What follows belongs to an exercise in optimizing a design on an open flow for small area, a short achievable clock period and few clock cycles; a production flow would make more cautious choices.
RTL that was checked went through simulation tests only; none was proved equivalent to the original.
Power figures rest on the tool's default switching activity, not on a simulated workload.

==> inputs of run G <==
// dz3_tile_scrambler
module dz3_tile_scrambler (
    input  wire        clk,
    input  wire        rst_n,
    input  wire        cmd_valid,
    output reg         cmd_ready,
    input  wire        cmd_dir,
    input  wire [63:0] cmd_block,
    input  wire [63:0] cmd_page,
    input  wire [63:0] cmd_slot,
    input  wire        in_valid,
    output reg         in_ready,
    input  wire [63:0] in_data,
    output reg         out_valid,
    output reg  [63:0] out_data,
    output reg         res_valid,
    output reg         res_crc_ok
);
export LEC_CHECK = 0
export CAP_MARGIN = 20
export CORE_MARGIN = 2
export CORE_UTILIZATION = 65
export PLACE_DENSITY = 0.75
export SLEW_MARGIN = 20
create_clock -name core_clock -period 10.0 [get_ports {clk}]
standard.sh (not shown) runs the stock make flow with config.mk's settings and CLKGATE_MAP_FILE= SYNTH_SCRIPT=/design/flow/synth_recipe.tcl, a recipe that flattens the netlist after the stock synthesis.
==> flow/flow/run.sh <==
#!/bin/bash
# The standard layout (standard.sh), with:
#  - plain buf_1 cells as the port buffers,
#  - a larger setup margin for timing repair,
#  - clock tree: clkbuf_16 root, larger sink clusters, no dummy loads.
set -euo pipefail
bash standard.sh \
  BUFFER_PORTS_ARGS="-buffer_cell sky130_fd_sc_hd__buf_1" \
  SETUP_SLACK_MARGIN=7.0 \
  CTS_ARGS="-sink_clustering_enable -repair_clock_nets -dont_use_dummy_load -root_buf sky130_fd_sc_hd__clkbuf_16 -buf_list {sky130_fd_sc_hd__clkbuf_8 sky130_fd_sc_hd__clkbuf_16} -sink_clustering_size 14 -sink_clustering_max_diameter 50" \
  finish > standard.log 2>&1
==> inputs of run P, as changes to run G <==
--- a/flow/design.v
+++ b/flow/design.v
@@ -13,20 +13,18 @@
     output reg         out_valid,
     output reg  [63:0] out_data,
     output reg         res_valid,
     output reg         res_crc_ok
 );
     localparam [31:0] RESIDUE = 32'hB798_B438;
     localparam [9:0]  BEAT_CMD = 10'd398;
     localparam [9:0]  BEAT_LAST = 10'd515;
-    reg [63:0] p_sr, s_sr, b_sr;    
-    reg [13:0] p_h;                 
-    reg [7:0]  s_h;
-    reg [3:0]  b_h;
+    reg [63:0] p_sr, s_sr, b_sr;
+    reg [3:0]  b_h;                 
     reg [2:0]  pcol_n, qcol_n;      
     reg [2:0]  pcol_c, qcol_c;      
     reg        pq_c;                
     reg        fa_c;                
     reg [6:0]  jc;                  
     reg        wrapped;
     reg        eng;                 
     reg        dir_n;               
@@ -47,16 +45,24 @@
         begin
             {c1, s1} = x[0] + x[1] + x[2];
             {c2, s2} = x[3] + x[4] + x[5];
             {c3, s3} = s1 + s2 + x[6];
             {b2, b1} = c1 + c2 + c3;
             popc7 = {b2, b1, s3};
         end
     endfunction
+    wire [13:0] p_h, s_h;
+    genvar gk;
+    generate
+        for (gk = 0; gk < 14; gk = gk + 1) begin : g_hist
+            assign p_h[gk] = s_sr[63-gk] & (jc > gk);
+            assign s_h[gk] = b_sr[63-gk] & (jc > gk);
+        end
+    endgenerate
     wire [2:0] pcol_nx = popc6({p_h[13], p_h[11], !p_h[7], p_h[4], !p_h[1], !p_sr[1]});
     wire [2:0] qcol_nx = popc7({s_h[7], !s_h[2], s_sr[1], b_h[3], b_h[1], b_h[0], !b_sr[1]});
     wire [2:0] pcol_n0 = 3'd2 + !cmd_page[0];
     wire [2:0] qcol_n0 = 3'd1 + cmd_slot[0] + !cmd_block[0];
     wire [3:0] pcol_sum = pcol_n + pcol_c;
     wire [3:0] qcol_sum = qcol_n + qcol_c;
     wire       sum_bit  = pcol_sum[0] ^ qcol_sum[0] ^ pq_c;
     wire       pq_co    = (pcol_sum[0] & qcol_sum[0]) | (pq_c & (pcol_sum[0] | qcol_sum[0]));
@@ -582,34 +588,30 @@
             res_valid <= last2;
         end
     end
     always @(posedge clk) begin
         if (cmd_ready) begin
             p_sr    <= cmd_page;
             s_sr    <= cmd_slot;
             b_sr    <= cmd_block;
-            p_h     <= 14'd0;
-            s_h     <= 8'd0;
             b_h     <= 4'd0;
             pcol_n  <= pcol_n0;
             qcol_n  <= qcol_n0;
             pcol_c  <= 3'd3;
             qcol_c  <= 3'd2;
             pq_c    <= 1'b0;
             fa_c    <= 1'b1;
             jc      <= 7'd0;
             wrapped <= 1'b0;
             dir_n   <= cmd_dir;
         end else begin
             p_sr    <= {fa_sum, p_sr[63:1]};
-            s_sr    <= {1'b0, s_sr[63:1]};
-            b_sr    <= {1'b0, b_sr[63:1]};
-            p_h     <= {p_h[12:0], p_sr[0]};
-            s_h     <= {s_h[6:0], s_sr[0]};
+            s_sr    <= {p_sr[0], s_sr[63:1]};
+            b_sr    <= {s_sr[0], b_sr[63:1]};
             b_h     <= {b_h[2:0], b_sr[0]};
             pcol_n  <= pcol_nx;
             qcol_n  <= qcol_nx;
             pcol_c  <= pcol_sum[3:1];
             qcol_c  <= qcol_sum[3:1];
             pq_c    <= pq_co;
             fa_c    <= fa_co;
             if (jc == 7'd68) begin
==> flow/flow/run.sh (replaced) <==
#!/bin/bash
# The standard layout (standard.sh), with:
#  - plain buf_1 cells as the port buffers,
#  - a larger setup margin for timing repair,
#  - clock tree: clkbuf_8 buffers, larger sink clusters, no dummy loads.
set -euo pipefail
bash standard.sh \
  BUFFER_PORTS_ARGS="-buffer_cell sky130_fd_sc_hd__buf_1" \
  SETUP_SLACK_MARGIN=7.0 \
  CTS_ARGS="-sink_clustering_enable -repair_clock_nets -dont_use_dummy_load -buf_list sky130_fd_sc_hd__clkbuf_8 -sink_clustering_size 16 -sink_clustering_max_diameter 50" \
  finish > standard.log 2>&1
==> comparison table <==
	run P	run G
Status	finished clean	finished clean
Worst setup path endpoint	cmd_ready	crc[31]
Synthesized instance count	1741	1742
Height of the die	181 um	184 um
End of the worst register-to-register path	crc[10]	crc[31]
Max rail drop VDD	0.133 mV	0.153 mV
Power consumed by combinational cells	1.36 mW	1.34 mW
Depth of the critical timing path with buffers and inverters included	1	5
Final standard cell area without fillers	23200 sq um	24100 sq um
First-pass GRT wire length	84.4 mm	81.7 mm
Number of cells upsized or downsized after cts	129	85
Highest routed layer	met5	met4
Number of buffers created by CTS	40	43
Arr. time, crit path	1.07 ns	3.34 ns
Number of antenna violations at the first check in global routing	1	2
Global routing met1 resource utilization	43.4%	39.6%
Routed wl met3	4.78 mm	4.94 mm
P&R area growth vs syn	13.6%	14.8%
Maximum number of pins on one net before global-route repair	80	87
Portion of the layout cell area used by non-clock buffers	7.45%	6.51%
Xor/xnor share of the synthesized area	34.0%	33.4%
Share of total power in the clock network	21.2%	28.5%
Cell Area, Synth	20500 sq um	21000 sq um
Testbench counts of run P, summed over its fixed seeds: cycles 66,640.
No functional check of the RTL was part of run G.

========
==> maple: inputs <==
Another version of the RTL of dz3_tile_scrambler (not shown whole).
Design dz3_tile_scrambler, start of the top module:
module dz3_tile_scrambler (
    input  wire        clk,
    input  wire        rst_n,
    input  wire        cmd_valid,
    output reg         cmd_ready,
    input  wire        cmd_dir,
    input  wire [63:0] cmd_block,
    input  wire [63:0] cmd_page,
    input  wire [63:0] cmd_slot,
    input  wire        in_valid,
    output reg         in_ready,
    input  wire [63:0] in_data,
    output reg         out_valid,
    output reg  [63:0] out_data,
    output reg         res_valid,
    output reg         res_crc_ok
);
clock: 10.0 ns
lec_check: 0
cap_margin: 20
core_margin: 2
core_utilization: 70
place_density: 0.8
slew_margin: 20
==> flow/flow/run.sh <==
#!/bin/bash
# The standard layout (standard.sh), with:
#  - plain buf_1 cells as the port buffers,
#  - a larger setup margin for timing repair,
#  - clock tree: clkbuf_16 root, clkbuf_8 below it, larger sink clusters, no dummy loads.
set -euo pipefail
bash standard.sh \
  BUFFER_PORTS_ARGS="-buffer_cell sky130_fd_sc_hd__buf_1" \
  SETUP_SLACK_MARGIN=7.05 \
  CTS_ARGS="-sink_clustering_enable -repair_clock_nets -dont_use_dummy_load -root_buf sky130_fd_sc_hd__clkbuf_16 -buf_list sky130_fd_sc_hd__clkbuf_8 -sink_clustering_size 16 -sink_clustering_max_diameter 50" \
  finish > standard.log 2>&1
==> fjord: changes against maple <==
--- a/flow/design.v
+++ b/flow/design.v
@@ -14,79 +14,42 @@
     output reg  [63:0] out_data,
     output reg         res_valid,
     output reg         res_crc_ok
 );
     localparam [31:0] RESIDUE = 32'hB798_B438;
     localparam [9:0]  BEAT_CMD = 10'd398;
     localparam [9:0]  BEAT_LAST = 10'd515;
-    localparam [63:0] SR_INV = 64'hAAAA_AAAA_AAAA_AAAA;
-    reg  [63:0] p_r, s_r, b_r;
-    wire [63:0] p_sr = p_r ^ SR_INV;
-    wire [63:0] s_sr = s_r ^ SR_INV;
-    wire [63:0] b_sr = b_r ^ SR_INV;
-    reg [3:0]  b_h;                 
-    reg [2:0]  pcol_n, qcol_n;      
-    reg [2:0]  pcol_c, qcol_c;      
-    reg        pq_c;                
+    reg [63:0] p_sr, s_sr, b_sr;    
+    reg [13:0] p_h;                 
+    reg [7:0]  s_h;
+    reg [3:0]  b_h;
+    reg [3:0]  col_n;               
+    reg [3:0]  col_c;               
     reg        fa_c;                
     reg [6:0]  jc;                  
     reg        wrapped;
     reg        eng;                 
     reg        dir_n;               
-    function [2:0] popc6;
-        input [5:0] x;
-        reg s1, c1, s2, c2, h, hc, b1, b2;
-        begin
-            {c1, s1} = x[0] + x[1] + x[2];
-            {c2, s2} = x[3] + x[4] + x[5];
-            {hc, h}  = s1 + s2;
-            {b2, b1} = c1 + c2 + hc;
-            popc6 = {b2, b1, h};
-        end
-    endfunction
-    function [2:0] popc7;
-        input [6:0] x;
-        reg s1, c1, s2, c2, s3, c3, b1, b2;
-        begin
-            {c1, s1} = x[0] + x[1] + x[2];
-            {c2, s2} = x[3] + x[4] + x[5];
-            {c3, s3} = s1 + s2 + x[6];
-            {b2, b1} = c1 + c2 + c3;
-            popc7 = {b2, b1, s3};
-        end
-    endfunction
-    wire [13:0] p_h, s_h;
-    genvar gk;
-    generate
-        for (gk = 0; gk < 14; gk = gk + 1) begin : g_hist
-            assign p_h[gk] = s_sr[63-gk] & (jc > gk);
-            assign s_h[gk] = b_sr[63-gk] & (jc > gk);
-        end
-    endgenerate
-    wire [2:0] pcol_nx = popc6({p_h[13], p_h[11], !p_h[7], p_h[4], !p_h[1], !p_sr[1]});
-    wire [2:0] qcol_nx = popc7({s_h[7], !s_h[2], s_sr[1], b_h[3], b_h[1], b_h[0], !b_sr[1]});
-    wire [2:0] pcol_n0 = 3'd2 + !cmd_page[0];
-    wire [2:0] qcol_n0 = 3'd1 + cmd_slot[0] + !cmd_block[0];
-    wire [3:0] pcol_sum = pcol_n + pcol_c;
-    wire [3:0] qcol_sum = qcol_n + qcol_c;
-    wire       sum_bit  = pcol_sum[0] ^ qcol_sum[0] ^ pq_c;
-    wire       pq_co    = (pcol_sum[0] & qcol_sum[0]) | (pq_c & (pcol_sum[0] | qcol_sum[0]));
-    wire       s_bit  = sum_bit & (jc < 7'd64) & !wrapped;
+    wire [3:0] col_nx = p_h[13] + p_h[11] + !p_h[7] + p_h[4] + !p_h[1] + !p_sr[1]
+                      + s_h[7] + !s_h[2] + s_sr[1]
+                      + b_h[3] + b_h[1] + b_h[0] + !b_sr[1];
+    wire [3:0] col_n0 = 4'd3 + !cmd_page[0] + cmd_slot[0] + !cmd_block[0];
+    wire [4:0] col_sum = col_n + col_c;
+    wire       s_bit  = col_sum[0] & (jc < 7'd64) & !wrapped;
     wire       a_lsb  = p_sr[41] & (wrapped | (jc >= 7'd23));
     wire       fa_sum = a_lsb ^ s_bit ^ fa_c;
     wire       fa_co  = (a_lsb & s_bit) | (a_lsb & fa_c) | (s_bit & fa_c);
     wire [22:0] seed  = p_sr[63:41];
     wire       seed_ok = eng & wrapped & (jc == 7'd46) & !fa_c;
     reg  [22:0] lfsr;
     reg         dir;
     reg  [9:0]  beat;
     reg  [63:0] plain_r;
     reg  [31:0] crc;
     reg         first1, last1, last2;
-    reg         beat1;              
     function [86:0] prbs64;       
         input [22:0] s_in;
         reg   [22:0] s;
         reg   [63:0] ks;
         reg          o;
         integer i;
         begin
@@ -99,19 +62,15 @@
             prbs64 = {s, ks};
         end
     endfunction
     wire [86:0] step     = prbs64(lfsr);
     wire [63:0] result   = in_data ^ step[63:0];
     wire        adv      = in_valid & in_ready;
     wire        last     = (beat == BEAT_LAST);
-    wire        take_idle = seed_ok & !in_ready;
-    wire        take_last = seed_ok & in_ready & last;
-    wire        take      = take_idle | (in_valid & take_last);
-    wire        take_sel  = take_idle | take_last;
-    wire        step_en   = adv | take_idle;
+    wire        take     = seed_ok & (!in_ready | (adv & last));
     wire        accept   = cmd_valid & cmd_ready;
     wire [31:0] crc_base = first1 ? 32'hFFFF_FFFF : crc;
     wire [63:0] cx = {plain_r[63:32], crc_base ^ plain_r[31:0]};
     wire [31:0] cy;
     wire [412:0] cg;
     assign cg[0] = cx[32] ^ cx[55];
     assign cg[1] = cx[38] ^ cx[47];
@@ -563,83 +522,81 @@
     always @(*) begin
         in_ready_n = in_ready;
         if (take)
             in_ready_n = 1'b1;
         else if (adv & last)
             in_ready_n = 1'b0;
         beat_n = beat;
-        if (step_en)
-            beat_n = take_sel ? 10'd0 : beat + 10'd1;
+        if (take)
+            beat_n = 10'd0;
+        else if (adv)
+            beat_n = beat + 10'd1;
     end
     always @(posedge clk) begin
         if (!rst_n) begin
-            cmd_ready <= 1'b0;
+            cmd_ready <= 1'b1;
             in_ready  <= 1'b0;
             eng       <= 1'b0;
             out_valid <= 1'b0;
             first1    <= 1'b0;
             last1     <= 1'b0;
             last2     <= 1'b0;
             res_valid <= 1'b0;
         end else begin
-            cmd_ready <= !eng & !accept & jc[6] & (!in_ready | (beat >= BEAT_CMD));
+            cmd_ready <= !eng & !accept & (!in_ready | (beat >= BEAT_CMD));
             in_ready  <= in_ready_n;
             if (accept)
                 eng <= 1'b1;
             else if (take)
                 eng <= 1'b0;
             out_valid <= adv;
             first1    <= adv & (beat == 10'd0);
             last1     <= adv & last;
             last2     <= last1;
             res_valid <= last2;
         end
     end
     always @(posedge clk) begin
-        p_r <= ({fa_sum & eng, p_sr[63:1]}  | ({64{accept}} & cmd_page)) ^ SR_INV;
-        s_r <= ({p_sr[0] & eng, s_sr[63:1]} | ({64{accept}} & cmd_slot)) ^ SR_INV;
-        b_r <= ({s_sr[0] & eng, b_sr[63:1]} | ({64{accept}} & cmd_block)) ^ SR_INV;
         if (accept) begin
+            p_sr    <= cmd_page;
+            s_sr    <= cmd_slot;
+            b_sr    <= cmd_block;
+            p_h     <= 14'd0;
+            s_h     <= 8'd0;
             b_h     <= 4'd0;
-            pcol_n  <= pcol_n0;
-            qcol_n  <= qcol_n0;
-            pcol_c  <= 3'd3;
-            qcol_c  <= 3'd2;
-            pq_c    <= 1'b0;
+            col_n   <= col_n0;
+            col_c   <= 4'd5;
             fa_c    <= 1'b1;
             jc      <= 7'd0;
             wrapped <= 1'b0;
             dir_n   <= cmd_dir;
         end else begin
+            p_sr    <= {fa_sum, p_sr[63:1]};
+            s_sr    <= {1'b0, s_sr[63:1]};
+            b_sr    <= {1'b0, b_sr[63:1]};
+            p_h     <= {p_h[12:0], p_sr[0]};
+            s_h     <= {s_h[6:0], s_sr[0]};
             b_h     <= {b_h[2:0], b_sr[0]};
-            pcol_n  <= pcol_nx;
-            qcol_n  <= qcol_nx;
-            pcol_c  <= pcol_sum[3:1];
-            qcol_c  <= qcol_sum[3:1];
-            pq_c    <= pq_co;
+            col_n   <= col_nx;
+            col_c   <= col_sum[4:1];
             fa_c    <= fa_co;
-            if (!rst_n || take) begin
-                jc      <= 7'd0;
-            end else if (eng) begin
-                if (jc == 7'd68) begin
-                    jc      <= 7'd46;
-                    wrapped <= 1'b1;
-                end else begin
-                    jc      <= jc + 7'd1;
-                end
-            end else if (!jc[6]) begin
+            if (jc == 7'd68) begin
+                jc      <= 7'd46;
+                wrapped <= 1'b1;
+            end else begin
                 jc      <= jc + 7'd1;
             end
         end
-        if (step_en)
-            lfsr <= take_sel ? seed : step[86:64];
-        if (take)
+        if (take) begin
+            lfsr <= seed;
             dir  <= dir_n;
+        end else if (adv) begin
+            lfsr <= step[86:64];
+        end
         beat     <= beat_n;
         out_data <= result;
         plain_r  <= dir ? result : in_data;
-        beat1 <= adv;
-        if (beat1)
+        if (out_valid)
             crc <= cy;
         res_crc_ok <= (crc == RESIDUE);
     end
 endmodule
==> flow/flow/run.sh (replaced) <==
#!/bin/bash
# Standard layout, with plain buf_1 cells as the port buffers.
set -euo pipefail
bash standard.sh BUFFER_PORTS_ARGS="-buffer_cell sky130_fd_sc_hd__buf_1" finish > standard.log 2>&1
- CORE_UTILIZATION: 70 -> 50
- PLACE_DENSITY: 0.8 -> 0.6
==> impl_metrics.ini <==
[run_status]
status = timing/DRC/antenna clean

[yosys]
yosys-top-cells-count = 392 x xnor2_1, 356 x dfxtp_1, 250 x nand2_1, 161 x xor2_1, 142 x nor2_1
synthesis.nets = 2069

[cells_and_area]
fraction_of_layout_cells_with_a_size_suffix_above_1_pct = 10.1
nClkBuffers = 38
seq-cell-share_pct = 41.1

[detailed_routing]
detail_route.wl_per_cell_microns = 22.1
Source of the figures above: maple

==> impl_metrics.ini <==
[clocking]
clock_tree.htree_level_count = 2

[cells_and_area]
nClkBuffers = 74
fraction_of_layout_cells_with_a_size_suffix_above_1_pct = 3.88
seq-cell-share_pct = 39.0

[detailed_routing]
detail_route.wl_per_cell_microns = 20.2

[yosys]
yosys-top-cells-count = 648 x nand2_1, 417 x xnor2_1, 382 x dfxtp_1, 145 x nor2_1, 142 x xor2_1
synthesis.nets = 2427

[run_status]
status = timing/DRC/antenna clean
Source of the figures above: fjord

Testbench counts of maple, summed over its fixed seeds: cycles 67,152.
The RTL of fjord was laid out without a check of its function.

==> port drivers added, routing unchanged <==
The results above use ideal ports. As a check the final layouts listed here were re-extracted and re-timed, cells and wires unchanged. Step 1 (the two cells are an assumption about what drives the block):
set clk [get_ports {clk}]
set_driving_cell -lib_cell sky130_fd_sc_hd__clkbuf_16 $clk
set_driving_cell -lib_cell sky130_fd_sc_hd__buf_2 [delete_from_list [all_inputs] $clk]
Step 2, shift: input delay + t, output delay - t, t = (earliest + latest rising clock arrival at the registers) / 2. This alone moves slack from input paths to output paths. a / b / c = no drivers / after step 1 / after step 2; a / b = the first two.
run	t (ns)	slack for setup (ns)	latest minus earliest clock arrival (ns)	worst data-port slew with drivers (ns)
run G	0.563	6.958 / 6.940 / 6.541	0.060 / 0.060	0.08
run P	0.593	6.928 / 6.878 / 6.485	0.071 / 0.070	0.08
maple	0.540	7.012 / 6.958 / 6.714	0.053 / 0.053	0.09
fjord	0.638	6.070 / 6.101 / 5.463	0.038 / 0.038	0.12
After both steps every run listed still meets setup and hold. The setup slack of fjord, which loses most, moves by +0.031 ns with the drivers and by -0.607 ns with both steps.
